This design comes from an exercise in tuning for small area, a short achievable clock period and few clock cycles per item on the open sky130 flow, not from production work.
At most, simulation tests tie the RTL to the original design; equivalence was not proved.
Only the layout flow was run in run 7; the RTL was not checked for function there.

==> flow/run.sh <==
#!/bin/bash
# The standard layout (the standard.sh, standard synthesis unchanged),
# with two changes:
#  * the buffers that placement puts on every input and output port are the
#    small sky130_fd_sc_hd__buf_1 instead of ORFS's default pick;
#  * clock tree synthesis inserts no dummy loads (its other arguments are
#    ORFS defaults, with sink clusters of up to 24 flip-flops within 100 um).
# ORFS writes each step's full log under orfs/logs/; make's own output goes
# to standard.log here.
set -euo pipefail
export BUFFER_PORTS_ARGS="-buffer_cell sky130_fd_sc_hd__buf_1"
export CTS_ARGS="-sink_clustering_enable -repair_clock_nets -dont_use_dummy_load -sink_clustering_size 24 -sink_clustering_max_diameter 100"
bash standard.sh > standard.log 2>&1
==> standard.sh <==
#!/bin/bash
# synth_recipe.tcl (not shown) runs the flow's synth.tcl, then flattens the netlist and writes it again
# the make line also repeats each setting of config.mk as NAME=value (left out here)
make -C /OpenROAD-flow-scripts/flow DESIGN_CONFIG=/design/flow/config.mk WORK_HOME=/design/flow/orfs CLKGATE_MAP_FILE= SYNTH_SCRIPT=/design/flow/synth_recipe.tcl "${@:-finish}"
==> config.mk <==
export PLATFORM = sky130hd
export DESIGN_NAME = kh64_hash
export DESIGN_NICKNAME = kh64_hash
export VERILOG_FILES = /design/flow/design.v
export SDC_FILE = /design/flow/constraint.sdc
export NUM_CORES = 4
export LEC_CHECK = 0
export CAP_MARGIN = 20
export CORE_MARGIN = 2
export CORE_UTILIZATION = 30
export SETUP_SLACK_MARGIN = 4.5
export SLEW_MARGIN = 20
==> constraint.sdc <==
create_clock -name core_clock -period 9.0 [get_ports {clk}]
set_input_delay 1.8000 -clock core_clock [delete_from_list [all_inputs] [get_ports {clk}]]
set_output_delay 1.8000 -clock core_clock [all_outputs]
set_load 0.01 [all_outputs]
==> design.v <==
module sha256_k (
    input  wire [5:0]  t,
    output wire [31:0] k
);
    localparam [2047:0] TABLE = {
        32'h71374491,
        32'ha6fb9796,
        32'h307b5f59,
        32'hbef9a3f7,
        32'ha4506ceb,
        32'h90befffa,
        32'h8cc70208,
        32'h84c87814,
        32'h78a5636f,
        32'h748f82ee,
        32'h682e6ff3,
        32'h5b9cca4f,
        32'h4ed8aa4a,
        32'h391c0cb3,
        32'h34b0bcb5,
        32'h2748774c,
        32'h1e376c08,
        32'h19a4c116,
        32'h106aa070,
        32'hf40e3585,
        32'hd6990624,
        32'hd192e819,
        32'hc76c51a3,
        32'hc24b8b70,
        32'ha81a664b,
        32'ha2bfe8a1,
        32'h92722c85,
        32'h81c2c92e,
        32'h766a0abb,
        32'h650a7354,
        32'h53380d13,
        32'h4d2c6dfc,
        32'h2e1b2138,
        32'h27b70a85,
        32'h14292967,
        32'h06ca6351,
        32'hd5a79147,
        32'hc6e00bf3,
        32'hbf597fc7,
        32'hb00327c8,
        32'ha831c66d,
        32'h983e5152,
        32'h76f988da,
        32'h5cb0a9dc,
        32'h4a7484aa,
        32'h2de92c6f,
        32'h240ca1cc,
        32'h0fc19dc6,
        32'hefbe4786,
        32'he49b69c1,
        32'hc19bf174,
        32'h9bdc06a7,
        32'h80deb1fe,
        32'h72be5d74,
        32'h550c7dc3,
        32'h243185be,
        32'h12835b01,
        32'hd807aa98,
        32'hab1c5ed5,
        32'h923f82a4,
        32'h59f111f1,
        32'h3956c25b,
        32'he9b5dba5,
        32'hb5c0fbcf
    };
    assign k = TABLE[32*t +: 32];
endmodule
module kh64_hash (
    input  wire         clk,
    input  wire         rst,
    input  wire         in_valid,
    output wire         in_ready,
    input  wire [127:0] in_key,
    output reg          out_valid,
    output wire [63:0]  out_kh
);
    localparam [31:0] IV0 = 32'h6a09e667, IV1 = 32'hbb67ae85,
                      IV2 = 32'h3c6ef372,
                      IV4 = 32'h510e527f, IV5 = 32'h9b05688c,
                      IV6 = 32'h1f83d9ab,
                      D0  = 32'h9cbf5a55;   
    reg  [5:0]  t;
    reg         load;       
    reg         last;       
    reg         first;      
    reg         first_s;    
    reg         first_m;    
    reg         busy;       
    reg         pend;       
    reg  [31:0] a, b, c, d, e, f, g;
    reg  [31:0] p;          
    reg  [31:0] w [0:15];   
    assign in_ready = load;
    wire accept = in_valid && load;
    assign out_kh = {b[7:0], b[15:8], b[23:16], b[31:24],
                     a[7:0], a[15:8], a[23:16], a[31:24]};
    wire [31:0] bsig1 = {e[5:0], e[31:6]} ^ {e[10:0], e[31:11]} ^ {e[24:0], e[31:25]};
    wire [31:0] bsig0 = {a[1:0], a[31:2]} ^ {a[12:0], a[31:13]} ^ {a[21:0], a[31:22]};
    wire [31:0] ch    = (e & f) ^ (~e & g);
    wire [31:0] maj   = (a & b) ^ (a & c) ^ (b & c);
    wire [31:0] s0m   = first_s ? 32'd0 : bsig0;
    wire [31:0] mjm   = first_m ? 32'd0 : maj;
    wire [31:0] u_s = p ^ ch ^ bsig1;
    wire [31:0] u_c = ((p & ch) | (p & bsig1) | (ch & bsig1)) << 1;
    wire [31:0] x2s = u_s ^ u_c ^ s0m;
    wire [31:0] x2c = ((u_s & u_c) | (u_s & s0m) | (u_c & s0m)) << 1;
    wire [31:0] x3s = x2s ^ x2c ^ mjm;
    wire [31:0] x3c = ((x2s & x2c) | (x2s & mjm) | (x2c & mjm)) << 1;
    wire [31:0] a_new = x3s + x3c;
    wire [31:0] y2s = u_s ^ u_c ^ d;
    wire [31:0] y2c = ((u_s & u_c) | (u_s & d) | (u_c & d)) << 1;
    wire [31:0] e_new = y2s + y2c;
    wire [31:0] k_rom;
    reg  [31:0] k_n;        
    sha256_k u_k (.t(t), .k(k_rom));
    wire [31:0] h_n = last ? 32'd0 : g;       
    wire [31:0] w_n = w[1];
    wire [31:0] z1s = h_n ^ k_n ^ w_n;
    wire [31:0] z1c = ((h_n & k_n) | (h_n & w_n) | (k_n & w_n)) << 1;
    wire [31:0] p_new = z1s + z1c;
    wire [31:0] w1  = w[1];
    wire [31:0] w14 = w[14];
    wire [31:0] ssig0 = {w1[6:0], w1[31:7]} ^ {w1[17:0], w1[31:18]} ^ {3'b000, w1[31:3]};
    wire [31:0] ssig1 = {w14[16:0], w14[31:17]} ^ {w14[18:0], w14[31:19]} ^ {10'd0, w14[31:10]};
    wire [31:0] s1s = ssig1 ^ w[9] ^ ssig0;
    wire [31:0] s1c = ((ssig1 & w[9]) | (ssig1 & ssig0) | (w[9] & ssig0)) << 1;
    wire [31:0] s2s = s1s ^ s1c ^ w[0];
    wire [31:0] s2c = ((s1s & s1c) | (s1s & w[0]) | (s1c & w[0])) << 1;
    wire [31:0] w_sched = s2s + s2c;
    wire sched_on = ~(t[5] & t[4]);
    wire [31:0] w_tail = (sched_on ? w_sched : 32'd0)
                       | {(t == 6'd52), 31'd0}
                       | {24'd0, last, 7'd0};
    wire [127:0] key_in = load ? in_key : 128'd0;
    integer i;
    always @(posedge clk) begin
        w[0] <= w[1];
        w[1] <= w[2] | {key_in[7:0],    key_in[15:8],    key_in[23:16],  key_in[31:24]};
        w[2] <= w[3] | {key_in[39:32],  key_in[47:40],   key_in[55:48],  key_in[63:56]};
        w[3] <= w[4] | {key_in[71:64],  key_in[79:72],   key_in[87:80],  key_in[95:88]};
        w[4] <= w[5] | {key_in[103:96], key_in[111:104], key_in[119:112], key_in[127:120]};
        for (i = 5; i < 15; i = i + 1)
            w[i] <= w[i+1];
        w[15] <= w_tail;
        p <= p_new;
        k_n <= k_rom;
        first_m <= last;    
        a <= a_new;
        b <= last ? IV1 + a : (first ? IV0 : a);
        c <= first ? IV1 : b;
        d <= last ? D0 : (first ? IV2 : c);
        e <= last ? IV4 : e_new;
        f <= last ? IV5 : e;
        g <= last ? IV6 : f;
        if (rst) begin
            t         <= 6'd48;
            load      <= 1'b0;
            last      <= 1'b0;
            first     <= 1'b0;
            first_s   <= 1'b0;
            busy      <= 1'b0;
            pend      <= 1'b0;
            out_valid <= 1'b0;
        end else begin
            t         <= t + 6'd1;
            load      <= (t == 6'd61);
            last      <= load;
            first     <= last;
            first_s   <= (t == 6'd63);
            out_valid <= last & busy;
            if (load) pend <= accept;
            if (last) busy <= pend;
        end
    end
endmodule
==> metrics.csv, run 1 <==
metric,value,unit
outcome,"complete, no violations",
drc,0,
rsz0062_at_grt,yes,
yosysUniqueCellTypes,83,
finalCritPeriodShare,0.512,
multi_input_area,19500,µm²
period_needed,4.61,ns
fp.dieW,355,µm
synth_warnings,2,
fin_setup_tns,0,ns
synth_edf_count,0,
grt_max_degree,74,
yosysTopAreaCell,dfxtp_1,
worst_hold_slack,0.284,ns
syn_avg_cell_area,10.3,µm²
maxSlewHeadroom,0.348,
grt_pass1_vias,24500,
cts.clk_slew.worst_paths,0.10,ns
end_kind,flip-flop,
final_cells,5305,
clock_latency,0.66,ns
die_height,355,µm
hold_violations,0,
fin_nets,4179,
cts.path.max_buffers,3,
initialDrtViolationCount,1983,
cts_buffers,45,
syn-cell-area,36900,µm²
ys_ff_latch,814,
via_per_inst,4.74,
start_util,0.303,
diodes,0,
utilization,0.337,
place_ws,3.95,ns
place_inst,5237,
grtUsageTotal,0.164,
clock_sinks,814,
yosys-top-cells-count,"814 x dfxtp_1, 288 x xnor2_1, 234 x inv_1",
num_rows,128,
cp.arrival,5.15,ns
setup_viol,0,
cts_hold_buf,0,
cts_tree,yes,
ys_seq_area_frac,0.442,
cp.required,9.54,ns
seq_area,16400,µm²
synth_fp_nets,4067,
ioPinCount,197,
gp_congestion,0.938,
synthTopCellsByArea,"dfxtp_1 44%, fa_1 12%, xnor2_1 6.8%, ha_1 5.1%, a21o_1 4.4%",
worstMarginPinSlew,0.974,ns
grt_pass1_wl,155,mm
dpl_cell_area,39200,µm²
criticalPathCategory,flip-flop to flip-flop,
finClkSkew,0.107,ns
timing.fmax,217,MHz
root_buffer,clkbuf_16,
htree_num_levels,2,
synth_ff_type,dfxtp_1,
min_path_type,flip-flop to flip-flop,
core,122000,µm²
overflow,0,
drt-pass1-iter-count,7,
wl_per_cell,19.9,µm
port_buffers,196,
ant_nets,0,
dpl.hpwl,80.1,mm
worst_slack,4.39,ns
syn_to_final_growth,11.3,%
syn-instance-count,3570,
antenna_found_initial,5,
design.die.area,126000,µm²
async_reset_ff_frac,0,
slew_viol_final,0,
design_area,41000,µm²
dr_total_vias,25100,
routed_wl,106,mm
yosys.area.top_type_share,0.442,
synth_most_common_cell,dfxtp_1,
cap_violations,0,
worstPathMaxFanout,3,
layout-drive-gt1-share,0.0880,
start_kind,flip-flop,
nFillCells,12400,
worst paths after layout:
check / start / to / slack [ns] / cells after the start
setup / recovery: e[7] / a[29] / 4.39 / 19
hold / removal: w[11][18] / w[10][18] / 0.28 / 0
setup reg to reg: e[7] / a[29] / 4.39 / 19
hold reg to reg: w[11][18] / w[10][18] / 0.28 / 0
cells in the final DEF (no fill, tap or decap), types with 18 or more instances in the layout:
cell type	synthesis	layout
clkbuf_16	0	45
o211ai_1	19	19
xor2_1	100	90
xnor2_1	288	272
buf_1	17	196
nor3_1	42	42
or2_2	62	62
nand2b_1	57	57
o21ai_0	164	160
nor2b_1	104	101
a31oi_1	23	21
nor2_1	171	169
or3_1	18	18
mux2i_1	38	38
dfxtp_2	0	59
a21o_1	214	213
dfxtp_1	814	741
a211oi_1	25	21
nand3_1	37	37
buf_4	1	47
ha_1	149	146
inv_1	234	233
nand2_1	204	204
fa_1	217	213
a21oi_1	187	178
state kept, by name, indices dropped and copies added (netlist names):
register,flops
w,512
load,1
first,1
a,32
busy,1
e,32
p,32
last,1
g,32
first_m,1
first_s,1
d,32
pend,1
out_valid,1
k_n,32
c,32
f,32
b,32
t,6
final cells by class:
class	instances	area share
Sequential cell	814	0.400
Inverter	234	0.0214
Multi-Input combinational cell	2342	0.474
Tap cell	1625	0.0495
Timing Repair Buffer	245	0.0273
Clock buffer	45	0.0274
per-layer routing:
layer  track usage  up-vias  part of all wire
li1              -    12000                 -
met1         0.223    12300              0.45
met2         0.271      662              0.47
met3        0.0221      137             0.054
met4        0.0453        2             0.025
met5             0        -           0.00012
cell families (layout without fill, tap and decap cells):
kind of cell             Yosys count  in the layout  share of synthesized area
AO/OA/AOI/OAI                    778            778                      0.138
XOR/XNOR                         388            388                     0.0921
adder cells (fa/ha/maj)          366            366                      0.168
buffers and inverters            414            524                     0.0429
flip-flops                       814            814                      0.442
multiplexers                      44             44                     0.0137
AND/OR/NAND/NOR                  766            766                      0.103
worst max-delay path, cell delays in order, from the launching register on:
cell	delay (ns)
dfxtp_4	0.36
xor2_2	0.18
xnor2_2	0.24
fa_1	0.48
fa_1	0.49
inv_1	0.05
fa_1	0.44
ha_2	0.20
inv_2	0.05
fa_2	0.19
nor2b_2	0.05
o31a_1	0.29
o311a_4	0.35
a21o_4	0.24
o211ai_4	0.19
nor2_2	0.07
a21bo_2	0.22
a41oi_2	0.20
and2b_1	0.16
xnor2_1	0.11
repair_timing:
action,4_1_cts,5_1_grt
gates resized for setup,69,87
endpoints found under the setup margin,38,43
setup buffers,13,10
hold endpoints to repair,0,0
pin swaps,24,23
Testbench counts, summed over its fixed seeds: cycles 131,208, items 2,048.
==> run 2: changes to the inputs <==
--- a/config.mk
+++ b/config.mk
@@ -8,5 +8,5 @@
 export CAP_MARGIN = 20
 export CORE_MARGIN = 2
 export CORE_UTILIZATION = 30
-export SETUP_SLACK_MARGIN = 4.5
+export SETUP_SLACK_MARGIN = 5
 export SLEW_MARGIN = 20
==> metrics.csv, run 2 <==
metric,value,unit,change
outcome,"complete, no violations",,unchanged
clock_latency,0.65,ns,was 0.66 ns
worstMarginPinSlew,1.25,ns,was 0.974 ns
grtUsageTotal,0.165,,was 0.164
syn_avg_cell_area,10.3,µm²,unchanged
r2r-start,e[3],,was e[7]
finClkSkew,0.0898,ns,was 0.107 ns
dpl_cell_area,39200,µm²,about the same
rsz0062_at_grt,yes,,unchanged
wl_per_cell,19.8,µm,was 19.9 µm
syn_to_final_growth,15.3,%,was 11.3%
worstPathMaxFanout,5,,was 3
min-delay-start,w[10][5],,was w[11][18]
syn-cell-area,36900,µm²,unchanged
die_height,355,µm,unchanged
largest_register_ffs,512,,unchanged
synth_ff_type,dfxtp_1,,unchanged
setup_viol,0,,unchanged
most-common-layout-cells,"721 x dfxtp_1, 236 x xnor2_1, 230 x inv_1",,"was 741 x dfxtp_1, 272 x xnor2_1, 233 x inv_1"
whs_path_depth,0,,unchanged
grt_pass1_vias,25000,,"was 24,500"
rrSetupSlack,4.39,ns,about the same
start_util,0.303,,unchanged
synth_most_common_cell,dfxtp_1,,unchanged
nFillCells,12200,,"was 12,400"
routed_wl,106,mm,about the same
async_reset_ff_frac,0,,unchanged
syn-instance-count,3570,,unchanged
drc,0,,unchanged
overflow,0,,unchanged
core,122000,µm²,unchanged
cp.arrival,5.10,ns,was 5.15 ns
maxSlewHeadroom,0.159,,was 0.348
critPathSlowestCell,dfxtp_1,,was fa_1
dr_total_vias,25700,,"was 25,100"
slew_viol_final,0,,unchanged
initialDrtViolationCount,2064,,"was 1,983"
criticalPathCategory,flip-flop to flip-flop,,unchanged
min_path_type,flip-flop to flip-flop,,unchanged
layout_commonest_cell,dfxtp_1,,unchanged
synth_warnings,2,,unchanged
cts_tree,yes,,unchanged
diodes,0,,unchanged
num_rows,128,,unchanged
ys_seq_area_frac,0.442,,unchanged
cts.path.max_buffers,3,,unchanged
yosys.area.top_type_share,0.442,,unchanged
grt_max_degree,81,,was 74
finalCritPeriodShare,0.512,,about the same
yosysUniqueCellTypes,83,,unchanged
yosys-top-cells-count,"814 x dfxtp_1, 288 x xnor2_1, 234 x inv_1",,unchanged
dpl.hpwl,79.8,mm,was 80.1 mm
timing.fmax,217,MHz,about the same
yosysTopAreaCell,dfxtp_1,,unchanged
clock_sinks,814,,unchanged
start_kind,flip-flop,,unchanged
synthTopCellsByArea,"dfxtp_1 44%, fa_1 12%, xnor2_1 6.8%, ha_1 5.1%, a21o_1 4.4%",,unchanged
top_register,w,,unchanged
fin_setup_tns,0,ns,unchanged
cap_violations,0,,unchanged
synth_fp_nets,4067,,unchanged
port_buffers,196,,unchanged
antenna_found_initial,4,,was 5
r2r_end,a[31],,was a[29]
via_per_inst,4.80,,was 4.74
drt-pass1-iter-count,6,,was 7
r2r_cells,16,,was 19
cp.required,9.49,ns,was 9.54 ns
synth_edf_count,0,,unchanged
cpPeakStageDelay,0.55,ns,was 0.49 ns
ioPinCount,197,,unchanged
end_kind,flip-flop,,unchanged
gp_congestion,0.958,,was 0.938
fp.dieW,355,µm,unchanged
htree_num_levels,2,,unchanged
design.die.area,126000,µm²,unchanged
root_buffer,clkbuf_16,,unchanged
grt_pass1_wl,157,mm,was 155 mm
hold_violations,0,,unchanged
layout-drive-gt1-share,0.141,,was 0.0880
period_needed,4.61,ns,about the same
design_area,42500,µm²,"was 41,000 µm²"
ant_nets,0,,unchanged
fin_nets,4233,,"was 4,179"
crit_chain,mux2i_1 -> fa_1 -> fa_1 -> inv_1 -> fa_1 -> ha_4 -> nor2b_2 -> o31a_1 -> o311a_4 -> a21o_4 -> o211ai_2 -> nor2_1 -> a21bo_2 -> a41oi_2 -> a21oi_1 -> xnor2_1,,was xor2_2 -> xnor2_2 -> fa_1 -> fa_1 -> inv_1 -> fa_1 -> ha_2 -> inv_2 -> fa_2 -> nor2b_2 -> o31a_1 -> o311a_4 -> a21o_4 -> o211ai_4 -> nor2_2 -> a21bo_2 -> a41oi_2 -> and2b_1 -> xnor2_1
ys_ff_latch,814,,unchanged
cts_buffers,44,,was 45
cp_common_cell,fa_1,,unchanged
holdPathEnd,w[9][5],,was w[10][18]
cts.clk_slew.worst_paths,0.10,ns,about the same
==> run 2: how the worst max path moves through the flow <==
stage,from,to
global route,e[7],a[29]
detailed placement,e[28],a[31]
CTS,e[7],a[31]
finish,e[3],a[31]
floorplan,e[7],a[31]
global placement,e[28],a[31]
==> run 2: final cells by class <==
cell class | instances | area, µm² | area share
inverters | 234 | 878 | 0.0206
clock buffers | 44 | 1100 | 0.0259
multi-input cells | 2342 | 20400 | 0.479
repair buffers | 300 | 1630 | 0.0383
flip-flops and latches | 814 | 16500 | 0.389
well taps | 1625 | 2030 | 0.0478
==> run 2: cells by family (layout without fill, tap and decap cells) <==
logic type,Yosys count,in the layout,share of synthesized area
xor gates and xnor gates,388,388,0.0921
AOI/OAI and AO/OA,778,778,0.138
adders and majority gates,366,366,0.168
DFF,814,814,0.442
and+or+nand+nor,766,766,0.103
buffers and inverters,414,578,0.0429
muxes,44,44,0.0137
==> run 2: stage by stage <==
step           utilization  setup slack, ns  instances  hold WS [ns]
4_1_cts              0.342             4.44       5323         0.290
3_5_place_dp         0.322             4.05       5233         0.312
5_1_grt              0.349             4.27       5359         0.289
2_1_floorplan            -             4.58       3570         0.310
6_report             0.349             4.39       5359         0.287
3_3_place_gp         0.322             4.07       5233         0.310
==> run 2: worst max-delay path, delay by kind of cell (launching register included) <==
family	cells	cell delay [ns]
AND/OR/NAND/NOR	2	0.24
buffers and inverters	1	0.05
multiplexers	1	0.30
AO/OA/AOI/OAI	7	1.50
XOR/XNOR	1	0.13
adder cells (fa/ha/maj)	4	1.73
flip-flops	1	0.55
==> run 2: what timing repair did <==
item,in CTS,in global routing
pin swaps,84,108
setup buffers,45,36
cloned,1,0
hold buffers,0,0
resized for setup,234,146
endpoints found under the setup margin,74,63
hold endpoints to repair,0,0
==> run 2: per-layer routing <==
layer / vias up / track usage / share of wire
li1: 12100 / - / -
met1: 12700 / 0.224 / 0.44
met2: 768 / 0.276 / 0.48
met3: 144 / 0.0209 / 0.056
met4: 4 / 0.0411 / 0.025
met5: - / 0 / 0.00032
==> run 3: changes to the inputs <==
--- a/config.mk
+++ b/config.mk
@@ -8,5 +8,6 @@
 export CAP_MARGIN = 20
 export CORE_MARGIN = 2
 export CORE_UTILIZATION = 30
-export SETUP_SLACK_MARGIN = 5
+export SETUP_SLACK_MARGIN = 4.25
 export SLEW_MARGIN = 20
+export TNS_END_PERCENT = 20
==> metrics.csv, run 3 <==
metric,value,unit,change
dpl.hpwl,79.9,mm,was 79.8 mm
setup_viol,0,,unchanged
cts.path.max_buffers,3,,unchanged
fp.dieW,355,µm,unchanged
hold_violations,0,,unchanged
design_area,40600,µm²,"was 42,500 µm²"
synth_warnings,2,,unchanged
largest_register_ffs,512,,unchanged
most-common-layout-cells,"768 x dfxtp_1, 281 x xnor2_1, 234 x inv_1",,"was 721 x dfxtp_1, 236 x xnor2_1, 230 x inv_1"
syn-cell-area,36900,µm²,unchanged
cts_buffers,45,,was 44
clock_latency,0.66,ns,was 0.65 ns
cts_hold_buf,0,,unchanged
gp_congestion,0.967,,was 0.958
synthTopCellsByArea,"dfxtp_1 44%, fa_1 12%, xnor2_1 6.8%, ha_1 5.1%, a21o_1 4.4%",,unchanged
overflow,0,,unchanged
final_cells,5288,,"was 5,359"
yosysUniqueCellTypes,83,,unchanged
utilization,0.333,,was 0.349
synth_most_common_cell,dfxtp_1,,unchanged
grt_pass1_wl,155,mm,was 157 mm
finalCritPeriodShare,0.519,,was 0.512
outcome,"complete, no violations",,unchanged
ant_nets,0,,unchanged
synth_edf_count,0,,unchanged
ys_seq_area_frac,0.442,,unchanged
place_inst,5232,,"was 5,233"
num_rows,128,,unchanged
via_per_inst,4.74,,was 4.80
die_height,355,µm,unchanged
design.die.area,126000,µm²,unchanged
ioPinCount,197,,unchanged
synth_ff_type,dfxtp_1,,unchanged
cp_common_cell,fa_1,,unchanged
initialDrtViolationCount,1888,,"was 2,064"
start_kind,flip-flop,,unchanged
min_path_type,flip-flop to flip-flop,,unchanged
cts_tree,yes,,unchanged
routed_wl,105,mm,was 106 mm
layout-drive-gt1-share,0.0650,,was 0.141
layout_commonest_cell,dfxtp_1,,unchanged
syn_avg_cell_area,10.3,µm²,unchanged
cp.arrival,5.24,ns,was 5.10 ns
criticalPathCategory,flip-flop to flip-flop,,unchanged
start_util,0.303,,unchanged
finClkSkew,0.0574,ns,was 0.0898 ns
dr_total_vias,25100,,"was 25,700"
end_kind,flip-flop,,unchanged
wl_per_cell,19.8,µm,about the same
antenna_found_initial,5,,was 4
rsz0062_at_grt,yes,,unchanged
worstMarginPinSlew,1.02,ns,was 1.25 ns
worst_hold_slack,0.280,ns,was 0.287 ns
syn-instance-count,3570,,unchanged
async_reset_ff_frac,0,,unchanged
yosys.area.top_type_share,0.442,,unchanged
slew_viol_final,0,,unchanged
syn_to_final_growth,10.0,%,was 15.3%
top_register,w,,unchanged
drt-pass1-iter-count,6,,unchanged
ys_ff_latch,814,,unchanged
dpl_cell_area,39100,µm²,"was 39,200 µm²"
fin_setup_tns,0,ns,unchanged
cap_violations,0,,unchanged
clock_sinks,814,,unchanged
core,122000,µm²,unchanged
worstPathMaxFanout,5,,unchanged
fin_nets,4159,,"was 4,233"
port_buffers,196,,unchanged
yosys-top-cells-count,"814 x dfxtp_1, 288 x xnor2_1, 234 x inv_1",,unchanged
root_buffer,clkbuf_16,,unchanged
maxSlewHeadroom,0.317,,was 0.159
grtUsageTotal,0.164,,was 0.165
nFillCells,12400,,"was 12,200"
yosysTopAreaCell,dfxtp_1,,unchanged
htree_num_levels,2,,unchanged
timing.fmax,214,MHz,was 217 MHz
crit_chain,xor2_2 -> xnor2_2 -> fa_1 -> fa_1 -> inv_1 -> fa_1 -> ha_4 -> nor2b_1 -> o31a_1 -> o311a_4 -> a21o_4 -> o211ai_4 -> nor2_2 -> a21bo_2 -> a41oi_2 -> and2b_1 -> xnor2_1,,was mux2i_1 -> fa_1 -> fa_1 -> inv_1 -> fa_1 -> ha_4 -> nor2b_2 -> o31a_1 -> o311a_4 -> a21o_4 -> o211ai_2 -> nor2_1 -> a21bo_2 -> a41oi_2 -> a21oi_1 -> xnor2_1
cts.clk_slew.worst_paths,0.10,ns,about the same
grt_pass1_vias,24600,,"was 25,000"
cp.required,9.57,ns,was 9.49 ns
period_needed,4.68,ns,was 4.61 ns
drc,0,,unchanged
critPathSlowestCell,fa_1,,was dfxtp_1
grt_max_degree,80,,was 81
cpPeakStageDelay,0.55,ns,about the same
synth_fp_nets,4067,,unchanged
## run 3: changes by cell type in the layout (fill, tap and decap cells not counted), moves of 22 or more
cell / before / now
buf_4: 86 / 29
dfxtp_1: 721 / 768
dfxtp_4: 51 / 5
xnor2_1: 236 / 281
xnor2_2: 47 / 7
ha_1: 120 / 147
a21oi_1: 160 / 185
a21oi_2: 26 / 4
## run 3: final timing paths
| check | start | end | slack [ns] | cells past startpoint |
|---|---|---|---|---|
| worst max register to register | e[28] | a[29] | 4.32 | 17 |
| worst min-delay path | w[11][5] | w[10][5] | 0.28 | 0 |
| worst min register to register | w[11][5] | w[10][5] | 0.28 | 0 |
| worst max-delay path | e[28] | a[29] | 4.32 | 17 |
## run 3: routing by layer
| metal | vias up | GRT usage | part of all wire |
|---|---|---|---|
| met2 | 679 | 0.271 | 0.47 |
| met3 | 168 | 0.0269 | 0.057 |
| met1 | 12300 | 0.216 | 0.44 |
| li1 | 12000 | - | - |
| met5 | - | 0 | 0.00015 |
| met4 | 2 | 0.0552 | 0.033 |
## run 3: through the flow
| step | worst slack, ns |
|---|---|
| finish | 4.32 |
| global route | 4.15 |
| CTS | 4.26 |
| detailed placement | 3.92 |
| global placement | 3.99 |
| floorplan | 4.39 |
## run 3: cells by family (layout without fill, tap and decap cells)
kind of cell,Yosys count,after routing,synth area share
AND/OR/NAND/NOR,766,766,0.103
flip-flops,814,814,0.442
multiplexers,44,44,0.0137
adder cells (fa/ha/maj),366,366,0.168
buffers and inverters,414,504,0.0429
AO/OA/AOI/OAI,778,778,0.138
XOR/XNOR,388,388,0.0921
other,0,3,0
## run 3: cell type report
class | instances | area, µm² | area share
clock buffers | 45 | 1130 | 0.0278
repair buffers | 225 | 953 | 0.0235
multi-input cells | 2342 | 19200 | 0.473
inverters | 234 | 878 | 0.0216
diodes | 3 | 7.51 | 0.000185
well taps | 1625 | 2030 | 0.0501
flip-flops and latches | 814 | 16400 | 0.403
## run 3: worst max-delay path: cells and delay by family (launching register included)
family	cells	cell delay, ns
DFF	1	0.38
AOI/OAI and AO/OA	6	1.55
and+or+nand+nor	3	0.36
xor gates and xnor gates	3	0.46
buffers and inverters	1	0.04
adders and majority gates	4	1.80
## run 3: what timing repair did
action                     4_1_cts  5_1_grt
resized for setup               31       45
pin swaps                        2       11
buffers inserted                 0        8
setup endpoints to repair       14       27
==> run 4: changes to the inputs <==
--- a/config.mk
+++ b/config.mk
@@ -8,6 +8,6 @@
 export CAP_MARGIN = 20
 export CORE_MARGIN = 2
 export CORE_UTILIZATION = 30
-export SETUP_SLACK_MARGIN = 4.25
+export SETUP_SLACK_MARGIN = 4.5
 export SLEW_MARGIN = 20
 export TNS_END_PERCENT = 20
==> metrics.csv, run 4 <==
metric,value,unit,change
ys_ff_latch,814,,unchanged
maxSlewHeadroom,0.358,,was 0.317
top_register,w,,unchanged
drt-pass1-iter-count,6,,unchanged
cp.arrival,5.15,ns,was 5.24 ns
dpl.hpwl,80.1,mm,was 79.9 mm
grt_pass1_wl,155,mm,about the same
syn-instance-count,3570,,unchanged
outcome,"complete, no violations",,unchanged
start_kind,flip-flop,,unchanged
slew_viol_final,0,,unchanged
fp.dieW,355,µm,unchanged
fin_setup_tns,0,ns,unchanged
r2r_cells,17,,unchanged
yosys.area.top_type_share,0.442,,unchanged
setup_viol,0,,unchanged
core,122000,µm²,unchanged
synth_fp_nets,4067,,unchanged
synth_most_common_cell,dfxtp_1,,unchanged
synth_ff_type,dfxtp_1,,unchanged
cts_hold_buf,0,,unchanged
cpPeakStageDelay,0.52,ns,was 0.55 ns
grt_max_degree,74,,was 80
port_buffers,196,,unchanged
most-common-layout-cells,"743 x dfxtp_1, 271 x xnor2_1, 231 x inv_1",,"was 768 x dfxtp_1, 281 x xnor2_1, 234 x inv_1"
layout-drive-gt1-share,0.0851,,was 0.0650
routed_wl,105,mm,about the same
worstMarginPinSlew,0.959,ns,was 1.02 ns
yosysTopAreaCell,dfxtp_1,,unchanged
ioPinCount,197,,unchanged
rrSetupSlack,4.39,ns,was 4.32 ns
synth_mux_area_frac,0.0137,,unchanged
ant_nets,0,,unchanged
largest_register_ffs,512,,unchanged
synth_xor_area_frac,0.0921,,unchanged
yosys-top-cells-count,"814 x dfxtp_1, 288 x xnor2_1, 234 x inv_1",,unchanged
yosysUniqueCellTypes,83,,unchanged
crit_chain,xor2_2 -> xnor2_2 -> fa_1 -> fa_1 -> inv_1 -> fa_1 -> ha_4 -> nor2b_2 -> o31a_1 -> o311a_4 -> a21o_4 -> o211ai_4 -> nor2_2 -> a21bo_2 -> a41oi_2 -> and2b_1 -> xnor2_1,,was xor2_2 -> xnor2_2 -> fa_1 -> fa_1 -> inv_1 -> fa_1 -> ha_4 -> nor2b_1 -> o31a_1 -> o311a_4 -> a21o_4 -> o211ai_4 -> nor2_2 -> a21bo_2 -> a41oi_2 -> and2b_1 -> xnor2_1
layout_commonest_cell,dfxtp_1,,unchanged
synth_warnings,2,,unchanged
root_buffer,clkbuf_16,,unchanged
grtUsageTotal,0.164,,about the same
min-delay-start,w[11][18],,was w[11][5]
critPathSlowestCell,fa_1,,unchanged
hold_violations,0,,unchanged
rsz0062_at_grt,yes,,unchanged
via_per_inst,4.75,,was 4.74
whs_path_depth,0,,unchanged
dr_total_vias,25200,,"was 25,100"
cap_violations,0,,unchanged
worstPathMaxFanout,3,,was 5
synth_edf_count,0,,unchanged
finClkSkew,0.106,ns,was 0.0574 ns
design.die.area,126000,µm²,unchanged
min_path_type,flip-flop to flip-flop,,unchanged
cts.path.max_buffers,3,,unchanged
syn-cell-area,36900,µm²,unchanged
criticalPathCategory,flip-flop to flip-flop,,unchanged
synth-compound-area-share,0.138,,unchanged
cp_common_cell,fa_1,,unchanged
initialDrtViolationCount,1984,,"was 1,888"
syn_avg_cell_area,10.3,µm²,unchanged
cts_tree,yes,,unchanged
start_util,0.303,,unchanged
clock_latency,0.66,ns,about the same
grt_pass1_vias,24500,,"was 24,600"
num_rows,128,,unchanged
worst_hold_slack,0.285,ns,was 0.280 ns
holdPathEnd,w[10][18],,was w[10][5]
finalCritPeriodShare,0.513,,was 0.519
ys_seq_area_frac,0.442,,unchanged
end_kind,flip-flop,,unchanged
r2r_end,a[29],,unchanged
clock_sinks,814,,unchanged
syn_to_final_growth,11.1,%,was 10.0%
overflow,0,,unchanged
drc,0,,unchanged
synthTopCellsByArea,"dfxtp_1 44%, fa_1 12%, xnor2_1 6.8%, ha_1 5.1%, a21o_1 4.4%",,unchanged
cts_buffers,45,,unchanged
period_needed,4.61,ns,was 4.68 ns
antenna_found_initial,5,,unchanged
async_reset_ff_frac,0,,unchanged
timing.fmax,217,MHz,was 214 MHz
gp_congestion,0.938,,was 0.967
synth_fa_ha_area_frac,0.168,,unchanged
r2r-start,e[28],,unchanged
htree_num_levels,2,,unchanged
cts.clk_slew.worst_paths,0.10,ns,about the same
synth-simple-area-share,0.103,,unchanged
synth_top_family_by_area,adder cells,,unchanged
cp.required,9.54,ns,was 9.57 ns
wl_per_cell,19.9,µm,was 19.8 µm
fin_nets,4176,,"was 4,159"
die_height,355,µm,unchanged
==> run 4: changes by cell type in the layout (fill, tap and decap cells not counted), sizes merged <==
cell   previous run  this run
diode             3         1
buf             225       242
==> run 4: worst max-delay path: cells and delay by family (launching register included) <==
| family | cells | cell delay, ns |
|---|---|---|
| fa+ha+maj | 4 | 1.74 |
| simple gates | 3 | 0.38 |
| flops | 1 | 0.37 |
| buf+inv | 1 | 0.05 |
| xor+xnor | 3 | 0.54 |
| compound gates | 6 | 1.46 |
==> run 4: timing repair <==
| item | in CTS | in global routing |
|---|---|---|
| gates resized for setup | 57 | 87 |
| endpoints found under the setup margin | 38 | 47 |
| pin swaps | 17 | 29 |
| hold endpoints to repair | 0 | 0 |
| buffers inserted | 8 | 12 |
==> run 4: cell families (layout without fill, tap and decap cells) <==
family,Yosys count,in the layout
AO/OA/AOI/OAI,778,778
XOR/XNOR,388,388
adder cells (fa/ha/maj),366,366
buffers and inverters,414,521
flip-flops,814,814
multiplexers,44,44
other,0,1
AND/OR/NAND/NOR,766,766
==> run 4: area by class of cell <==
class / count / area [µm²]
Clock buffer: 45 / 1130
Multi-Input combinational cell: 2342 / 19400
Timing Repair Buffer: 242 / 1100
Inverter: 234 / 878
Antenna cell: 1 / 2.50
Sequential cell: 814 / 16400
Fill cell: 12400 / 80900
Tap cell: 1625 / 2030
==> run 4: worst max-delay path by stage <==
stage                        from         to  slack [ns]  cells after the start
after floorplan              e[7]      a[31]        4.50                     20
after global placement      e[27]      a[28]        3.97                     18
after detailed placement  w[1][4]  w[15][27]        3.95                     17
after CTS                 w[1][4]  w[15][27]        4.32                     18
after global routing         e[7]      e[25]        4.21                     19
final                       e[28]      a[29]        4.39                     17
==> run 4: per-stage QoR <==
stage,cell area (µm²),instances,utilization,worst slack (ns)
2_1_floorplan,36900,3570,-,4.50
3_3_place_gp,39200,5237,0.321,3.97
3_5_place_dp,39200,5237,0.321,3.95
4_1_cts,40600,5290,0.333,4.32
5_1_grt,41000,5302,0.336,4.21
6_report,41000,5303,0.336,4.39
==> run 4: routing by layer <==
layer | track usage | routed length, µm
met2 | 0.270 | 50100
met5 | 0 | 13
met3 | 0.0220 | 5550
met1 | 0.223 | 47000
met4 | 0.0460 | 2680
==> run 5: changes to the inputs <==
--- a/config.mk
+++ b/config.mk
@@ -7,7 +7,7 @@
 export LEC_CHECK = 0
 export CAP_MARGIN = 20
 export CORE_MARGIN = 2
-export CORE_UTILIZATION = 30
+export CORE_UTILIZATION = 45
 export SETUP_SLACK_MARGIN = 4.5
 export SLEW_MARGIN = 20
 export TNS_END_PERCENT = 20
==> metrics.csv, run 5 <==
metric,value,unit,change
rsz0062_at_grt,yes,,unchanged
root_buffer,clkbuf_16,,unchanged
syn-cell-area,36900,µm²,unchanged
cp_num_buf_inv,1,,unchanged
grt_max_degree,88,,was 74
fin_nets,4166,,"was 4,176"
outcome,"complete, no violations",,unchanged
yosysUniqueCellTypes,83,,unchanged
wl_per_cell,21.6,µm,was 19.9 µm
period_needed,4.64,ns,was 4.61 ns
cpPeakStageDelay,0.59,ns,was 0.52 ns
clock_sinks,814,,unchanged
cts_tree,yes,,unchanged
design.die.area,84300,µm²,"was 126,000 µm²"
dr_total_vias,25100,,"was 25,200"
die_height,290,µm,was 355 µm
synth_most_common_cell,dfxtp_1,,unchanged
initialDrtViolationCount,2047,,"was 1,984"
start_kind,flip-flop,,unchanged
slew_viol_final,0,,unchanged
grtUsageTotal,0.239,,was 0.164
rrSetupSlack,4.36,ns,was 4.39 ns
ioPinCount,197,,unchanged
critPathSlowestCell,dfxtp_1,,was fa_1
synth_warnings,2,,unchanged
place_ws,3.92,ns,was 3.95 ns
dpl_cell_area,38400,µm²,"was 39,200 µm²"
utilization,0.496,,was 0.336
maxSlewHeadroom,0.364,,was 0.358
start_util,0.456,,was 0.303
r2r_cells,16,,was 17
cp_top_family,adder cells,,unchanged
htree_num_levels,2,,unchanged
cp_common_cell,fa_1,,unchanged
whs_path_depth,0,,unchanged
worstPathMaxFanout,5,,was 3
ys_seq_area_frac,0.442,,unchanged
end_kind,flip-flop,,unchanged
r2r-start,e[4],,was e[28]
drc,0,,unchanged
cts.clk_slew.worst_paths,0.09,ns,was 0.10 ns
layout_commonest_cell,dfxtp_1,,unchanged
fin_setup_tns,0,ns,unchanged
synth_ff_type,dfxtp_1,,unchanged
hold_violations,0,,unchanged
clock_latency,0.62,ns,was 0.66 ns
worst_hold_slack,0.266,ns,was 0.285 ns
design_area,40100,µm²,"was 41,000 µm²"
setup_viol,0,,unchanged
place_inst,4667,,"was 5,237"
grt_pass1_wl,152,mm,was 155 mm
antenna_found_initial,7,,was 5
fp.dieW,290,µm,was 355 µm
drt-pass1-iter-count,6,,unchanged
grt_pass1_vias,24300,,"was 24,500"
dpl.hpwl,78.3,mm,was 80.1 mm
holdPathEnd,w[5][20],,was w[10][18]
cap_violations,0,,unchanged
synth_fp_nets,4067,,unchanged
most-common-layout-cells,"742 x dfxtp_1, 278 x xnor2_1, 233 x inv_1",,"was 743 x dfxtp_1, 271 x xnor2_1, 231 x inv_1"
finClkSkew,0.0804,ns,was 0.106 ns
overflow,0,,unchanged
largest_register_ffs,512,,unchanged
crit_chain,mux2i_1 -> fa_1 -> fa_1 -> fa_1 -> inv_1 -> ha_1 -> o21a_1 -> o31a_1 -> o311a_4 -> a21o_4 -> o211ai_4 -> nor2_2 -> a21bo_2 -> a41oi_2 -> and2b_1 -> xnor2_1,,was xor2_2 -> xnor2_2 -> fa_1 -> fa_1 -> inv_1 -> fa_1 -> ha_4 -> nor2b_2 -> o31a_1 -> o311a_4 -> a21o_4 -> o211ai_4 -> nor2_2 -> a21bo_2 -> a41oi_2 -> and2b_1 -> xnor2_1
r2r_end,a[29],,unchanged
routed_wl,102,mm,was 105 mm
cp.required,9.50,ns,was 9.54 ns
finalCritPeriodShare,0.515,,was 0.513
cp.arrival,5.14,ns,was 5.15 ns
syn_to_final_growth,8.64,%,was 11.1%
yosys.area.top_type_share,0.442,,unchanged
yosys-top-cells-count,"814 x dfxtp_1, 288 x xnor2_1, 234 x inv_1",,unchanged
top_register,w,,unchanged
port_buffers,196,,unchanged
worstMarginPinSlew,0.952,ns,was 0.959 ns
criticalPathCategory,flip-flop to flip-flop,,unchanged
timing.fmax,216,MHz,was 217 MHz
gp_congestion,0.956,,was 0.938
async_reset_ff_frac,0,,unchanged
layout-drive-gt1-share,0.0804,,was 0.0851
min-delay-start,w[6][20],,was w[11][18]
synthTopCellsByArea,"dfxtp_1 44%, fa_1 12%, xnor2_1 6.8%, ha_1 5.1%, a21o_1 4.4%",,unchanged
via_per_inst,5.30,,was 4.75
cts_buffers,41,,was 45
yosysTopAreaCell,dfxtp_1,,unchanged
min_path_type,flip-flop to flip-flop,,unchanged
worst_slack,4.36,ns,was 4.39 ns
ant_nets,0,,unchanged
synth_edf_count,0,,unchanged
core,80800,µm²,"was 122,000 µm²"
num_rows,104,,was 128
final_cells,4729,,"was 5,303"
syn-instance-count,3570,,unchanged
cts.path.max_buffers,3,,unchanged
syn_avg_cell_area,10.3,µm²,unchanged
ys_ff_latch,814,,unchanged
==> run 5: cell counts after synthesis <==
No cell type changed its count.
==> run 5: cell type report <==
class,instances,area [µm²]
repair buffers,236,1070
clock buffers,41,1030
fillers,7502,40700
inverters,234,878
multi-input cells,2342,19300
well taps,1060,1330
flip-flops and latches,814,16400
diodes,2,5.00
==> run 5: logic make-up (layout without fill, tap and decap cells) <==
family	Yosys count	in the layout	share of synthesized area
buf+inv	414	511	0.0429
mux	44	44	0.0137
other cells	0	2	0
fa+ha+maj	366	366	0.168
xor+xnor	388	388	0.0921
flops	814	814	0.442
simple gates	766	766	0.103
compound gates	778	778	0.138
==> run 5: worst max-delay path by stage <==
stage,startpoint,end,slack [ns],depth (start not counted)
floorplan,e[7],a[31],4.50,20
detailed placement,e[27],a[28],3.92,18
global route,e[7],a[29],4.20,19
finish,e[4],a[29],4.36,16
CTS,e[27],e[28],4.32,16
global placement,e[27],a[28],3.98,18
==> run 5: routing by layer <==
| metal | wire length (µm) | track usage | share of wire |
|---|---|---|---|
| met1 | 49300 | 0.356 | 0.48 |
| met5 | 0 | 0 | 0 |
| met2 | 44500 | 0.362 | 0.44 |
| met3 | 6040 | 0.0356 | 0.059 |
| met4 | 2290 | 0.0569 | 0.022 |
==> run 5: timing repair <==
item,4_1_cts,5_1_grt
resized for setup,86,55
hold buffers,0,0
endpoints found under the setup margin,41,48
pin swaps,11,20
buffers inserted,7,12
==> run 5: worst register-to-register path, cell delays in order, from the launching register on <==
cell and delay (ns):
dfxtp_1 0.59, mux2i_1 0.28, fa_1 0.50, fa_1 0.47
fa_1 0.49, inv_1 0.04, ha_1 0.33, o21a_1 0.20
o31a_1 0.12, o311a_4 0.34, a21o_4 0.24, o211ai_4 0.21
nor2_2 0.06, a21bo_2 0.23, a41oi_2 0.17, and2b_1 0.16
xnor2_1 0.10
==> run 6: changes to the inputs <==
==> flow/run.sh (replaced) <==
#!/bin/bash
# The standard layout (the standard.sh, standard synthesis unchanged),
# with three changes:
#  * the buffers that placement puts on every input and output port are the
#    small sky130_fd_sc_hd__buf_1 instead of ORFS's default pick;
#  * clock tree synthesis inserts no dummy loads, and clusters up to 24
#    flip-flops within 100 um per sink buffer (other arguments as ORFS's);
#  * after global routing's timing repair, ORFS's power recovery downsizes
#    gates on paths that have slack to spare (RECOVER_POWER).
# ORFS writes each step's full log under orfs/logs/; make's own output goes
# to standard.log here.
set -euo pipefail
export BUFFER_PORTS_ARGS="-buffer_cell sky130_fd_sc_hd__buf_1"
export CTS_ARGS="-sink_clustering_enable -repair_clock_nets -dont_use_dummy_load -sink_clustering_size 24 -sink_clustering_max_diameter 100"
export RECOVER_POWER=100
bash standard.sh > standard.log 2>&1
--- a/config.mk
+++ b/config.mk
@@ -7,7 +7,6 @@
 export LEC_CHECK = 0
 export CAP_MARGIN = 20
 export CORE_MARGIN = 2
-export CORE_UTILIZATION = 45
+export CORE_UTILIZATION = 40
 export SETUP_SLACK_MARGIN = 4.5
 export SLEW_MARGIN = 20
-export TNS_END_PERCENT = 20
==> metrics.csv, run 6 <==
metric,value,unit,change
outcome,finished with violations,,"was complete, no violations"
checkFailReasons,"capacitance limit, slew limit",,
worstMarginPinSlew,3.50,ns,was 0.952 ns
initialDrtViolationCount,1864,,"was 2,047"
synth_xor_area_frac,0.0921,,unchanged
ant_nets,0,,unchanged
grt_pass1_vias,24400,,"was 24,300"
cts_tree,yes,,unchanged
ys_ff_latch,814,,unchanged
start_kind,flip-flop,,unchanged
fp.dieW,308,µm,was 290 µm
cp_common_cell,a41oi_1,,was fa_1
overflow,0,,unchanged
clock_latency,0.62,ns,about the same
synthTopCellsByArea,"dfxtp_1 44%, fa_1 12%, xnor2_1 6.8%, ha_1 5.1%, a21o_1 4.4%",,unchanged
r2r-start,last,,was e[4]
synth_edf_count,0,,unchanged
syn_to_final_growth,8.90,%,was 8.64%
ioPinCount,197,,unchanged
ys_seq_area_frac,0.442,,unchanged
grtUsageTotal,0.217,,was 0.239
seq_area,16400,µm²,about the same
synth_ff_type,dfxtp_1,,unchanged
synth-compound-area-share,0.138,,unchanged
diodes,0,,was 2
synth_most_common_cell,dfxtp_1,,unchanged
port_buffers,196,,unchanged
clock_sinks,814,,unchanged
yosys.area.top_type_share,0.442,,unchanged
syn-instance-count,3570,,unchanged
design_area,40200,µm²,"was 40,100 µm²"
fin_setup_tns,0,ns,unchanged
period_needed,6.20,ns,was 4.64 ns
finalCritPeriodShare,0.688,,was 0.515
num_rows,111,,was 104
largest_register_ffs,512,,unchanged
cts_buffers,43,,was 41
rsz0062_at_grt,yes,,unchanged
start_util,0.403,,was 0.456
drc,0,,unchanged
syn-cell-area,36900,µm²,unchanged
nFillCells,8832,,"was 7,502"
critPathSlowestCell,clkbuf_1,,was dfxtp_1
async_reset_ff_frac,0,,unchanged
fin_nets,4172,,"was 4,166"
wl_per_cell,21.5,µm,was 21.6 µm
timing.fmax,161,MHz,was 216 MHz
synth_warnings,2,,unchanged
layout_commonest_cell,dfxtp_1,,unchanged
multi_input_area,19400,µm²,"was 19,300 µm²"
end_kind,flip-flop,,unchanged
yosysTopAreaCell,dfxtp_1,,unchanged
dpl_cell_area,38600,µm²,"was 38,400 µm²"
routed_wl,104,mm,was 102 mm
worst_hold_slack,0.295,ns,was 0.266 ns
min-delay-start,w[12][21],,was w[6][20]
syn_avg_cell_area,10.3,µm²,unchanged
criticalPathCategory,flip-flop to flip-flop,,unchanged
finClkSkew,0.0748,ns,was 0.0804 ns
grt_max_degree,84,,was 88
synth-simple-area-share,0.103,,unchanged
worstPathMaxFanout,47,,was 5
cts.clk_slew.worst_paths,0.09,ns,about the same
maxSlewHeadroom,-1.33,,was 0.364
root_buffer,clkbuf_16,,unchanged
synth_fp_nets,4067,,unchanged
via_per_inst,5.18,,was 5.30
dr_total_vias,25200,,"was 25,100"
drt-pass1-iter-count,6,,unchanged
synth_mux_area_frac,0.0137,,unchanged
min_path_type,flip-flop to flip-flop,,unchanged
setup_viol,0,,unchanged
cp.arrival,6.69,ns,was 5.14 ns
cp_num_buf_inv,1,,unchanged
yosysUniqueCellTypes,83,,unchanged
htree_num_levels,2,,unchanged
grt_pass1_wl,154,mm,was 152 mm
antenna_found_initial,5,,was 7
slew_viol_final,501,,was 0
most-common-layout-cells,"786 x dfxtp_1, 274 x xnor2_1, 232 x inv_1",,"was 742 x dfxtp_1, 278 x xnor2_1, 233 x inv_1"
core,91500,µm²,"was 80,800 µm²"
layout-drive-gt1-share,0.0643,,was 0.0804
gp_congestion,0.975,,was 0.956
cp.required,9.49,ns,was 9.50 ns
cts_hold_buf,0,,unchanged
hold_violations,0,,unchanged
startpoint,last,,was e[4]
synth_top_family_by_area,adder cells,,unchanged
design.die.area,94700,µm²,"was 84,300 µm²"
cp_top_family,compound AO/OA/AOI/OAI gates,,was adder cells
dpl.hpwl,79.4,mm,was 78.3 mm
cap_violations,8,,was 0
cts.path.max_buffers,3,,unchanged
top_register,w,,unchanged
synth_fa_ha_area_frac,0.168,,unchanged
cpPeakStageDelay,1.62,ns,was 0.59 ns
crit_chain,clkbuf_1 -> nor2b_1 -> fa_1 -> ha_1 -> a211o_1 -> a41oi_1 -> a211oi_1 -> a21o_1 -> and4_1 -> o31a_1 -> o21ai_0 -> nand2_1 -> a41oi_1 -> xnor2_1,,was mux2i_1 -> fa_1 -> fa_1 -> fa_1 -> inv_1 -> ha_1 -> o21a_1 -> o31a_1 -> o311a_4 -> a21o_4 -> o211ai_4 -> nor2_2 -> a21bo_2 -> a41oi_2 -> and2b_1 -> xnor2_1
die_height,308,µm,was 290 µm
yosys-top-cells-count,"814 x dfxtp_1, 288 x xnor2_1, 234 x inv_1",,unchanged
run 6: area by class of cell:
cell class                      count  share of cell area
Timing Repair Buffer              240              0.0252
Multi-Input combinational cell   2342               0.482
Sequential cell                   814               0.407
Clock buffer                       43              0.0268
Inverter                          234              0.0219
Tap cell                         1186              0.0369
run 6: worst register-to-register path, cell delays in order, from the launching register on:
cell,delay (ns)
dfxtp_1,0.90
clkbuf_1,1.63
nor2b_1,0.29
fa_1,0.57
ha_1,0.32
a211o_1,0.35
a41oi_1,0.34
a211oi_1,0.18
a21o_1,0.26
and4_1,0.23
o31a_1,0.32
o21ai_0,0.16
nand2_1,0.13
a41oi_1,0.28
xnor2_1,0.16
run 6: timing repair:
item / 4_1_cts / 5_1_grt
buffers inserted: 17 / 8
resized for setup: 87 / 102
pin swaps: 24 / 20
setup endpoints to repair: 48 / 41
run 6: worst paths after layout:
| kind | to | slack, ns | cells past startpoint |
|---|---|---|---|
| worst max-delay path | p[28] | 2.80 | 14 |
| worst min-delay path | w[11][21] | 0.30 | 0 |
| worst max register to register | p[28] | 2.80 | 14 |
| worst min register to register | w[11][21] | 0.30 | 0 |
run 6: cells by family (layout without fill, tap and decap cells):
kind of cell / Yosys count / in the layout
buf+inv: 414 / 517
mux: 44 / 44
fa+ha+maj: 366 / 366
flops: 814 / 814
simple gates: 766 / 766
xor+xnor: 388 / 388
compound gates: 778 / 778
run 6: layer usage:
metal  share of wire  global-route usage  vias up
met4           0.022              0.0475        0
met3           0.055              0.0315      117
met2            0.45               0.340      647
met1            0.47               0.316    12400
met5               0                   0        -
li1                -                   -    12000
run 6: metrics by stage:
step	instances	utilization	worst slack [ns]
after global placement	4791	0.421	3.63
after global routing	4859	0.439	2.27
after CTS	4851	0.438	4.32
final	4859	0.439	2.80
after floorplan	3570	-	4.50
after detailed placement	4791	0.421	3.60
==> run 7: changes to the inputs <==
--- a/design.v
+++ b/design.v
@@ -105,15 +105,17 @@
     wire [31:0] maj   = (a & b) ^ (a & c) ^ (b & c);
     wire [31:0] s0m   = first_s ? 32'd0 : bsig0;
     wire [31:0] mjm   = first_m ? 32'd0 : maj;
-    wire [31:0] u_s = p ^ ch ^ bsig1;
-    wire [31:0] u_c = ((p & ch) | (p & bsig1) | (ch & bsig1)) << 1;
-    wire [31:0] x2s = u_s ^ u_c ^ s0m;
-    wire [31:0] x2c = ((u_s & u_c) | (u_s & s0m) | (u_c & s0m)) << 1;
-    wire [31:0] x3s = x2s ^ x2c ^ mjm;
-    wire [31:0] x3c = ((x2s & x2c) | (x2s & mjm) | (x2c & mjm)) << 1;
+    wire [31:0] x1s = p ^ ch ^ mjm;
+    wire [31:0] x1c = ((p & ch) | (p & mjm) | (ch & mjm)) << 1;
+    wire [31:0] x2s = x1s ^ x1c ^ s0m;
+    wire [31:0] x2c = ((x1s & x1c) | (x1s & s0m) | (x1c & s0m)) << 1;
+    wire [31:0] x3s = x2s ^ x2c ^ bsig1;
+    wire [31:0] x3c = ((x2s & x2c) | (x2s & bsig1) | (x2c & bsig1)) << 1;
     wire [31:0] a_new = x3s + x3c;
-    wire [31:0] y2s = u_s ^ u_c ^ d;
-    wire [31:0] y2c = ((u_s & u_c) | (u_s & d) | (u_c & d)) << 1;
+    wire [31:0] y1s = p ^ ch ^ d;
+    wire [31:0] y1c = ((p & ch) | (p & d) | (ch & d)) << 1;
+    wire [31:0] y2s = y1s ^ y1c ^ bsig1;
+    wire [31:0] y2c = ((y1s & y1c) | (y1s & bsig1) | (y1c & bsig1)) << 1;
     wire [31:0] e_new = y2s + y2c;
     wire [31:0] k_rom;
     reg  [31:0] k_n;        
==> flow/run.sh (replaced) <==
#!/bin/bash
# The standard layout (the standard.sh, standard synthesis unchanged),
# with two changes:
#  * the buffers that placement puts on every input and output port are the
#    small sky130_fd_sc_hd__buf_1 instead of ORFS's default pick;
#  * clock tree synthesis inserts no dummy loads (its other arguments are
#    ORFS defaults, with sink clusters of up to 24 flip-flops within 100 um).
# ORFS writes each step's full log under orfs/logs/; make's own output goes
# to standard.log here.
set -euo pipefail
export BUFFER_PORTS_ARGS="-buffer_cell sky130_fd_sc_hd__buf_1"
export CTS_ARGS="-sink_clustering_enable -repair_clock_nets -dont_use_dummy_load -sink_clustering_size 24 -sink_clustering_max_diameter 100"
bash standard.sh > standard.log 2>&1
--- a/config.mk
+++ b/config.mk
@@ -7,6 +7,7 @@
 export LEC_CHECK = 0
 export CAP_MARGIN = 20
 export CORE_MARGIN = 2
-export CORE_UTILIZATION = 40
+export CORE_UTILIZATION = 30
 export SETUP_SLACK_MARGIN = 4.5
 export SLEW_MARGIN = 20
+export TNS_END_PERCENT = 20
==> metrics.csv, run 7 <==
metric,value,unit,change
overflow,0,,unchanged
most-common-layout-cells,"725 x dfxtp_1, 330 x inv_1, 292 x xnor2_1",,"was 786 x dfxtp_1, 274 x xnor2_1, 232 x inv_1"
yosys.area.top_type_share,0.431,,was 0.442
ioPinCount,197,,unchanged
clock_latency,0.62,ns,about the same
synth_most_common_cell,dfxtp_1,,unchanged
cap_violations,0,,was 8
end_kind,flip-flop,,unchanged
port_buffers,196,,unchanged
num_rows,130,,was 111
initialDrtViolationCount,2243,,"was 1,864"
period_needed,4.59,ns,was 6.20 ns
cp.required,9.55,ns,was 9.49 ns
fin_setup_tns,0,ns,unchanged
dr_total_vias,26100,,"was 25,200"
design_area,42000,µm²,"was 40,200 µm²"
place_inst,5401,,"was 4,791"
nFillCells,12800,,"was 8,832"
synth_fp_nets,4247,,"was 4,067"
root_buffer,clkbuf_16,,unchanged
drt-pass1-iter-count,6,,unchanged
seq_area,16500,µm²,"was 16,400 µm²"
fin_nets,4346,,"was 4,172"
die_height,359,µm,was 308 µm
final_cells,5466,,"was 4,859"
maxSlewHeadroom,0.331,,was -1.33
cts.clk_slew.worst_paths,0.10,ns,was 0.09 ns
criticalPathCategory,flip-flop to flip-flop,,unchanged
grt_pass1_wl,160,mm,was 154 mm
wl_per_cell,19.8,µm,was 21.5 µm
synthTopCellsByArea,"dfxtp_1 43%, fa_1 13%, xnor2_1 6.8%, ha_1 4.9%, a21o_1 3.5%",,"was dfxtp_1 44%, fa_1 12%, xnor2_1 6.8%, ha_1 5.1%, a21o_1 4.4%"
design.die.area,129000,µm²,"was 94,700 µm²"
cts.path.max_buffers,3,,unchanged
ys_seq_area_frac,0.431,,was 0.442
multi_input_area,20000,µm²,"was 19,400 µm²"
largest_register_ffs,512,,unchanged
yosysTopAreaCell,dfxtp_1,,unchanged
hold_violations,0,,unchanged
outcome,"complete, no violations",,was finished with violations
synth_ff_type,dfxtp_1,,unchanged
antenna_found_initial,6,,was 5
ant_nets,0,,unchanged
yosys-top-cells-count,"814 x dfxtp_1, 332 x inv_1, 296 x xnor2_1",,"was 814 x dfxtp_1, 288 x xnor2_1, 234 x inv_1"
rsz0062_at_grt,yes,,unchanged
cts_hold_buf,0,,unchanged
grt_max_degree,103,,was 84
synth_edf_count,0,,unchanged
syn-instance-count,3719,,"was 3,570"
htree_num_levels,2,,unchanged
fp.dieW,359,µm,was 308 µm
setup_viol,0,,unchanged
cts_buffers,43,,unchanged
timing.fmax,218,MHz,was 161 MHz
finalCritPeriodShare,0.510,,was 0.688
cp.arrival,5.13,ns,was 6.69 ns
yosysUniqueCellTypes,73,,was 83
gp_congestion,0.943,,was 0.975
ys_ff_latch,814,,unchanged
drc,0,,unchanged
synth_warnings,2,,unchanged
syn-cell-area,37900,µm²,"was 36,900 µm²"
via_per_inst,4.78,,was 5.18
dpl_cell_area,40100,µm²,"was 38,600 µm²"
min_path_type,flip-flop to flip-flop,,unchanged
worstMarginPinSlew,1.00,ns,was 3.50 ns
top_register,w,,unchanged
worstPathMaxFanout,14,,was 47
grtUsageTotal,0.163,,was 0.217
layout_commonest_cell,dfxtp_1,,unchanged
finClkSkew,0.0582,ns,was 0.0748 ns
dpl.hpwl,82.3,mm,was 79.4 mm
clock_sinks,814,,unchanged
grt_pass1_vias,25300,,"was 24,400"
slew_viol_final,0,,was 501
layout-drive-gt1-share,0.0833,,was 0.0643
start_util,0.302,,was 0.403
start_kind,flip-flop,,unchanged
diodes,0,,unchanged
syn_avg_cell_area,10.2,µm²,was 10.3 µm²
cts_tree,yes,,unchanged
async_reset_ff_frac,0,,unchanged
syn_to_final_growth,10.9,%,was 8.90%
routed_wl,108,mm,was 104 mm
core,125000,µm²,"was 91,500 µm²"
worst_hold_slack,0.286,ns,was 0.295 ns
==> run 7: what timing repair did <==
| item | in CTS | in global routing |
|---|---|---|
| gates resized for setup | 144 | 55 |
| cloned | 1 | 0 |
| pin swaps | 13 | 6 |
| setup buffers | 17 | 4 |
| endpoints found under the setup margin | 26 | 32 |
==> run 7: routing by layer <==
layer / wire, µm / up-vias / share of wire / track usage
li1: - / 12400 / - / -
met1: 46900 / 12900 / 0.43 / 0.217
met2: 52500 / 680 / 0.49 / 0.277
met3: 5420 / 143 / 0.050 / 0.0199
met4: 3310 / 0 / 0.031 / 0.0479
met5: 0 / - / 0 / 0
==> run 7: path summary, 6_finish.rpt <==
path / startpoint / end / slack (ns) / cells past startpoint
hold / removal: w[6][5] / w[5][5] / 0.29 / 0
setup reg to reg: first_m / a[31] / 4.41 / 19
hold reg to reg: w[6][5] / w[5][5] / 0.29 / 0
setup / recovery: first_m / a[31] / 4.41 / 19
==> run 7: stage by stage <==
| step | util | worst slack, ns |
|---|---|---|
| final | 0.335 | 4.41 |
| after global routing | 0.335 | 4.23 |
| after CTS | 0.333 | 4.33 |
| after detailed placement | 0.320 | 3.84 |
| after global placement | 0.320 | 3.85 |
| after floorplan | - | 4.39 |
==> run 7: worst max-delay path, stage by stage, from the launching register on <==
cell and delay (ns):
dfxtp_4 0.38, buf_12 0.16, a21oi_4 0.14, fa_1 0.45
fa_1 0.50, inv_1 0.05, fa_1 0.44, inv_1 0.07
ha_2 0.18, inv_2 0.04, fa_2 0.37, nor2b_2 0.13
o31a_1 0.19, o31ai_2 0.09, a211o_1 0.34, a31oi_4 0.26
o2111ai_4 0.17, a31o_4 0.27, a21oi_2 0.14, xnor2_1 0.13
==> run 7: cell type report <==
| cell class | instances | area share |
|---|---|---|
| sequential | 814 | 0.393 |
| tap | 1650 | 0.0492 |
| multi-input combinational | 2386 | 0.476 |
| timing repair buffer | 239 | 0.0271 |
| clock buffer | 43 | 0.0256 |
| inverter | 334 | 0.0299 |
==> run 7: cells by family (layout without fill, tap and decap cells) <==
| family | count (synthesis) | after routing | synth area share |
|---|---|---|---|
| flip-flops | 814 | 814 | 0.431 |
| AO/OA/AOI/OAI | 781 | 781 | 0.133 |
| AND/OR/NAND/NOR | 779 | 779 | 0.101 |
| buffers and inverters | 519 | 616 | 0.0515 |
| adder cells (fa/ha/maj) | 397 | 397 | 0.180 |
| XOR/XNOR | 381 | 381 | 0.0882 |
| multiplexers | 48 | 48 | 0.0151 |

## separate check: timing with driven ports
In the flow no input, the clock included, has a driving cell. The finished layouts below were timed again as built, in two steps.
Step 1, drivers: a clkbuf_16 drives clk and a buf_2 each remaining input, both assumed.
Step 2 adds t to the input delays and takes it off the output delays; t is the mean of the earliest and latest rising clock arrival at the registers after step 1. Input paths then give back, and output paths get back, about the clock's delay inside the block.
Slacks: ideal ports / drivers / drivers and shift; pairs: ideal ports / drivers.
run | t, ns | setup WS [ns] | latest minus earliest clock arrival (ns) | worst data-port slew with drivers (ns) | pins driven straight from the clock port
run 1 | 0.677 | 4.393 / 4.393 / 4.393 | 0.107 / 0.107 | 0.16 | 1
run 2 | 0.665 | 4.390 / 4.390 / 4.390 | 0.098 / 0.098 | 0.11 | 1
run 3 | 0.692 | 4.325 / 4.325 / 4.325 | 0.075 / 0.075 | 0.16 | 1
run 4 | 0.676 | 4.386 / 4.386 / 4.386 | 0.106 / 0.106 | 0.17 | 1
run 5 | 0.643 | 4.361 / 4.361 / 4.361 | 0.082 / 0.081 | 0.09 | 1
run 6 | 0.650 | 2.804 / 2.804 / 2.804 | 0.075 / 0.076 | 0.09 | 1
run 7 | 0.662 | 4.414 / 4.414 / 4.414 | 0.059 / 0.059 | 0.06 | 1
